This design comes from an exercise in tuning for small area and a short achievable clock period on the open sky130 flow, not from production work.
In this exercise RTL edits were held to simulation tests only and were not proved equivalent to the original.

==> run B <==
## memi_bch79
module memi_bch79 (
    input  wire        clk,
    input  wire        rst_n,
    input  wire        enc_valid,
    input  wire [63:0] enc_data,
    output reg         enc_out_valid,
    output reg  [78:0] enc_code,
    input  wire        dec_valid,
    input  wire [78:0] dec_code,
    output reg         dec_out_valid,
    output reg  [63:0] dec_data,
    output reg  [1:0]  dec_status
);
clock: 20.0 ns
lec_check: 0
cap_margin: 20
core_margin: 2
core_utilization: 40
slew_margin: 20
standard.sh (not shown) runs the stock make flow with config.mk's settings and CLKGATE_MAP_FILE= SYNTH_SCRIPT=/design/flow/synth_recipe.tcl, a recipe that flattens the netlist after the stock synthesis.
==> flow/flow/run.sh <==
#!/bin/bash
# Standard ORFS layout; timing repair is asked to leave a setup margin so that
# the paths are actually optimised, and ports get plain buffers.
set -euo pipefail
bash standard.sh SETUP_SLACK_MARGIN=14.5 "BUFFER_PORTS_ARGS=-buffer_cell sky130_fd_sc_hd__buf_2" finish > orfs_flow.log 2>&1
==> inputs of run E, as changes to run B <==
==> flow/run.sh (new file) <==
#!/bin/bash
# synth_recipe.tcl (not shown) runs the flow's synth.tcl, then flattens the netlist and writes it again
# the make line also repeats each setting of config.mk as NAME=value (left out here)
make -C /OpenROAD-flow-scripts/flow DESIGN_CONFIG=/design/flow/config.mk WORK_HOME=/design/flow/orfs CLKGATE_MAP_FILE= SYNTH_SCRIPT=/design/flow/synth_recipe.tcl finish
removed: flow/flow/run.sh
removed: flow/standard.sh
==> comparison table <==
|  | run B | run E |
|---|---|---|
| Result of the run | complete, no violations | complete, no violations |
| Crit path required time | 20.45 ns | 20.39 ns |
| Worst setup skew after layout | 0.0147 ns | 0.0299 ns |
| Final period utilization | 0.345 | 0.428 |
| Slowest library cell on the worst path | sky130_fd_sc_hd__a2111oi_2 | sky130_fd_sc_hd__a2111oi_0 |
| Sequential share of cell area | 0.204 | 0.219 |
| Drt total wl | 70.0 mm | 64.7 mm |
| Final worst slack | 13.11 ns | 11.43 ns |
| Resized cells post-CTS | 166 | 0 |
| Vias in the first global route | 15783 | 14535 |
| Final-layout clock buffer total | 30 | 31 |
| Shortest clock period the worst path allows after layout | 6.89 ns | 8.57 ns |
| Global-route track usage on met2 | 0.511 | 0.466 |
| WP buf/inv | 7 | 2 |
| Hold Slack | 0.410 ns | 0.418 ns |
| Min-Delay Startpoint | d1[30] | d1[5] |


==> inputs of exp/maple <==
Another version of the RTL of memi_bch79 (not shown whole).
==> flow/config.mk <==
export PLATFORM = sky130hd
export DESIGN_NAME = memi_bch79
export DESIGN_NICKNAME = memi_bch79
export VERILOG_FILES = /design/flow/design.v
export SDC_FILE = /design/flow/constraint.sdc
export NUM_CORES = 4
export LEC_CHECK = 0
export CAP_MARGIN = 20
export CORE_MARGIN = 2
export CORE_UTILIZATION = 50
export SLEW_MARGIN = 20
export TNS_END_PERCENT = 20
==> flow/constraint.sdc <==
create_clock -name core_clock -period 20.0 [get_ports {clk}]
set_input_delay 4.0000 -clock core_clock [delete_from_list [all_inputs] [get_ports {clk}]]
set_output_delay 4.0000 -clock core_clock [all_outputs]
set_load 0.01 [all_outputs]
==> flow/flow/run.sh <==
#!/bin/bash
# The standard ORFS layout (the standard.sh), with two changes:
# timing repair keeps a setup margin, so that paths are optimised well below
# the 20 ns clock, and the ports get plain buffers.
set -euo pipefail
bash standard.sh SETUP_SLACK_MARGIN=14.75 "BUFFER_PORTS_ARGS=-buffer_cell sky130_fd_sc_hd__buf_1"  "CTS_ARGS=-sink_clustering_enable -repair_clock_nets -dont_use_dummy_load -sink_clustering_size 30 -sink_clustering_max_diameter 60" finish > orfs_flow.log 2>&1
==> exp/violet (differences from exp/maple) <==
==> flow/flow/run.sh (replaced) <==
#!/bin/bash
# The standard ORFS layout (the standard.sh), with two changes:
# timing repair keeps a setup margin, so that paths are optimised well below
# the 20 ns clock, and the ports get plain buffers.
set -euo pipefail
bash standard.sh SETUP_SLACK_MARGIN=15.4 "BUFFER_PORTS_ARGS=-buffer_cell sky130_fd_sc_hd__buf_2"  finish > orfs_flow.log 2>&1
Settings changed: TNS_END_PERCENT 20 to unset.
==> qor summary <==
quantity                                                      exp/violet   exp/maple
Fraction of final layout cells sized beyond drive strength 1       42.3%       6.85%
HPWL reported at the end of detailed placement                   43.2 mm     43.2 mm
Endpoint required time on the critical path                     20490 ps    20370 ps
Final WS setup                                                  14670 ps    14640 ps
Via count normalized by instance count                              6.07        5.60
Reg area                                                        6310 µm²    6210 µm²
Slew Limit Headroom                                                33.5%       39.2%
Final Hold Slack                                                  326 ps      267 ps
Met2 capacity usage during global routing                          54.1%       47.2%
Run status                                      timing/DRC/antenna clean  timing/DRC/antenna clean
Placed inst area                                               20100 µm²   18600 µm²
Worst Clk Skew                                                   21.3 ps     82.8 ps
Global-route wire length before repair                           90.4 mm     82.0 mm
M1 GR Usage                                                        44.8%       43.5%
Final critical path time including I/O delays and setup          5330 ps     5360 ps

[what the ideal ports hide]
The flow's constraints put no driver on any port. The routed layouts listed below were extracted and timed again, unchanged, in two steps. Step 1 (the two cells are an assumption about what drives the block):
set clk [get_ports {clk}]
set_driving_cell -lib_cell sky130_fd_sc_hd__clkbuf_16 $clk
set_driving_cell -lib_cell sky130_fd_sc_hd__buf_2 [delete_from_list [all_inputs] $clk]
Step 2 times the ports against the registers' clock, not the clock port: input delays grow and output delays shrink by t, the midpoint of the rising clock arrivals with the driver on. a / b / c = no drivers / after step 1 / after step 2; a / b = the first two.
run	shift t [ns]	slack for setup (ns)	clock arrival spread, ns
run B	0.567	13.108 / 13.108 / 13.108	0.017 / 0.017
run E	0.576	11.430 / 11.430 / 11.430	0.030 / 0.030
exp/maple	0.575	14.645 / 14.680 / 14.105	0.092 / 0.092
exp/violet	0.651	14.667 / 14.706 / 14.055	0.022 / 0.022
After both steps every run listed still meets setup and hold. For exp/violet, which loses most, drivers alone change the setup slack by +0.039 ns; drivers and shift together by -0.612 ns.
